This design comes from an exercise in tuning for small area and a short achievable clock period on the open sky130 flow, not from production work. Only simulation tests tie the RTL to the original design; equivalence was not proved. Power figures rest on the tool's default switching activity, not on a simulated workload.

Design drain_convert, start of the top module:
module drain_convert (
    input  wire         clk,
    input  wire         rst,
    input  wire         in_valid,
    input  wire [31:0]  in_acc,
    input  wire         in_acc_int,
    input  wire [3:0]   in_ofmt,
    input  wire         in_sat,
    input  wire         in_mask,
    input  wire [127:0] in_cb,
    output reg          out_valid,
    output reg  [31:0]  out_data,
    output reg          out_sat,
    output reg          out_nan
);
Size in the first run: ~280 flip-flops, about 0.020 sq mm of cells after synthesis.
==> flow/config.mk <==
export PLATFORM = sky130hd
export DESIGN_NAME = drain_convert
export DESIGN_NICKNAME = drain_convert
export VERILOG_FILES = /design/flow/design.v
export SDC_FILE = /design/flow/constraint.sdc
export NUM_CORES = 4
export LEC_CHECK = 0
export ABC_AREA = 1
export CAP_MARGIN = 20
export CORE_MARGIN = 2
export CORE_UTILIZATION = 55
export CTS_CLUSTER_DIAMETER = 150
export CTS_CLUSTER_SIZE = 25
export PLACE_DENSITY = 0.7
export SLEW_MARGIN = 68
==> flow/constraint.sdc <==
create_clock -name core_clock -period 20.0 [get_ports {clk}]
set_input_delay 4.0000 -clock core_clock [delete_from_list [all_inputs] [get_ports {clk}]]
set_output_delay 4.0000 -clock core_clock [all_outputs]
set_load 0.01 [all_outputs]
standard.sh (not shown) runs the stock make flow with config.mk's settings and CLKGATE_MAP_FILE= SYNTH_SCRIPT=/design/flow/synth_recipe.tcl, a recipe that flattens the netlist after the stock synthesis.
==> flow/flow/run.sh <==
#!/bin/bash
# The standard layout, with each port buffered by the smallest buffer cell
# instead of the default choice.
set -euo pipefail
export BUFFER_PORTS_ARGS="-buffer_cell sky130_fd_sc_hd__buf_1"
bash standard.sh finish > standard_flow.log 2>&1
The first run finished clean.
Edit:
Settings changed: CORE_UTILIZATION 55 to 50, CTS_CLUSTER_SIZE 25 to 28, SLEW_MARGIN 68 to 72.
Result: Wire length grows by 3.8%; utilization shrinks by 5.6 points; fmax grows by 1.3%; cell area grows by 0.79%; non-clock buffer count grows by 8; global-route usage shrinks by 1.9 points; final cell count grows by 1.7%; count of clock-buffer cells in the layout shrinks by 1; hold slack improved by 0.0061 ns; synthesized cell count is unchanged; critical path depth shrinks by 24.
Edit:
Settings changed: ABC_AREA 1 to 0, CORE_UTILIZATION 50 to 55, CTS_CLUSTER_SIZE 28 to 25, SLEW_MARGIN 72 to 60.
The changed run finished clean.
Synthesized area grows slightly.
Via count shrinks slightly.
Cell area grows slightly.
Sequential power grows by a few percent.
Clock-buffer cell count stays the same.
Global-route usage grows by 4.2 points.
Setup slack loses 1.6 ns.
Die area shrinks by a little under a tenth.
Routed wire length grows by a few percent.
Edit:
Settings changed: ABC_AREA 0 to 1, CAP_MARGIN 20 to 75, CTS_CLUSTER_DIAMETER 150 to default, CTS_CLUSTER_SIZE 25 to default, SLEW_MARGIN 60 to 75.
Outcome: Non-clock buffer count decreases by 31; global-route usage is lower by 2.1 points; power goes up by 16%; first-iteration DRC count decreases by 24%; combinational power rose by 4.5%; clock skew stays flat; flip-flop and latch count stays the same; via count goes up by 2.9%; routed wire length came out lower by 6.4%; final area grows by 2.3%.

== run 1 ==
Starting RTL as in the previous note.
Settings: LEC_CHECK=0, ABC_AREA=1, CAP_MARGIN=75, CORE_MARGIN=2, CORE_UTILIZATION=55, CTS_CLUSTER_DIAMETER=150, CTS_CLUSTER_SIZE=25, PLACE_DENSITY=0.7, SLEW_MARGIN=75; clock period 20.0 ns.
Scripts as last shown in full above: flow/flow/run.sh
Input changes introduced in run 2 (baseline for comparison: run 1):
--- a/flow/config.mk
+++ b/flow/config.mk
@@ -9 +9 @@
-export CAP_MARGIN = 75
+export CAP_MARGIN = 20
@@ -15 +15 @@
-export SLEW_MARGIN = 75
+export SLEW_MARGIN = 50
## What came out
The capture point of the worst path comes out out_data[30] in one run and p_w[27]$_DFF_P_ in the other, namely in run 1 and run 2 respectively.
Compared with run 1, run 2 has less setup slack.
In the final reports, the cell area of run 2 is smaller than that of run 1.
Side by side, number of buffers and inverters on the critical path turned out higher in run 2 than in run 1.
According to the power report, total power for run 2 is lower than for run 1.
The inputs of run 3 differ from those of run 2 as listed below.
--- a/flow/config.mk
+++ b/flow/config.mk
@@ -15 +15 @@
-export SLEW_MARGIN = 50
+export SLEW_MARGIN = 60
--- outcome ---
Per the final summary, run 3 finished and its layout is clean on timing, DRC and antenna.
Combined buffer and inverter count along the critical path: run 3 vs run 2 up 1
Compared run 2 against run 3; clock tree cell share of total cell area within noise.
In terms of fraction of power consumed by combinational cells, run 3 and run 2 differ only marginally.
Relative to run 3, the following input files were edited for run 4:
--- a/flow/config.mk
+++ b/flow/config.mk
@@ -15 +15 @@
-export SLEW_MARGIN = 60
+export SLEW_MARGIN = 75
Notes after the runs:
Between run 3 and run 4, the clock slew seen by the registers of the worst setup and hold paths does not differ in any meaningful way.
Register-to-register slack: run 4 higher than run 3
[compare] base=run 3 new=run 4: final cell area excluding filler cells rose 720 sq um; clock skew went up by 0.012 ns; wire length of the first global-routing pass moved up; post-route minimum period went down by 0.19 ns.

## port drivers added, routing unchanged
The flow's constraints put no driver on any port. The routed layouts listed below were extracted and timed again, unchanged, in two steps.
Step 1 (the two cells are an assumption about what drives the block):
set clk [get_ports {clk}]
set_driving_cell -lib_cell sky130_fd_sc_hd__clkbuf_16 $clk
set_driving_cell -lib_cell sky130_fd_sc_hd__buf_2 [delete_from_list [all_inputs] $clk]
Step 2 times the ports against the registers' clock, not the clock port: input delays grow and output delays shrink by t, the midpoint of the rising clock arrivals with the driver on.
a / b / c = no drivers / after step 1 / after step 2; a / b = the first two.
run	t (ns)	setup WS [ns]	worst setup path after step 2	cell pins on the clock port's net
the first run of note 1	0.575	14.922 / 14.919 / 14.922	register to register	1
the second run of note 1	0.572	14.988 / 14.929 / 15.077	register to register	1
the third run of note 1	0.575	13.386 / 13.386 / 13.386	register to register	1
the fourth run of note 1	0.617	14.933 / 14.877 / 14.976	register to register	1
run 1	0.581	14.959 / 14.902 / 15.061	register to register	1
run 2	0.564	14.393 / 14.393 / 14.393	register to register	1
run 3	0.567	14.773 / 14.773 / 14.773	register to register	1
run 4	0.581	14.959 / 14.902 / 15.061	register to register	1
After both steps setup and hold are still met in every run listed.
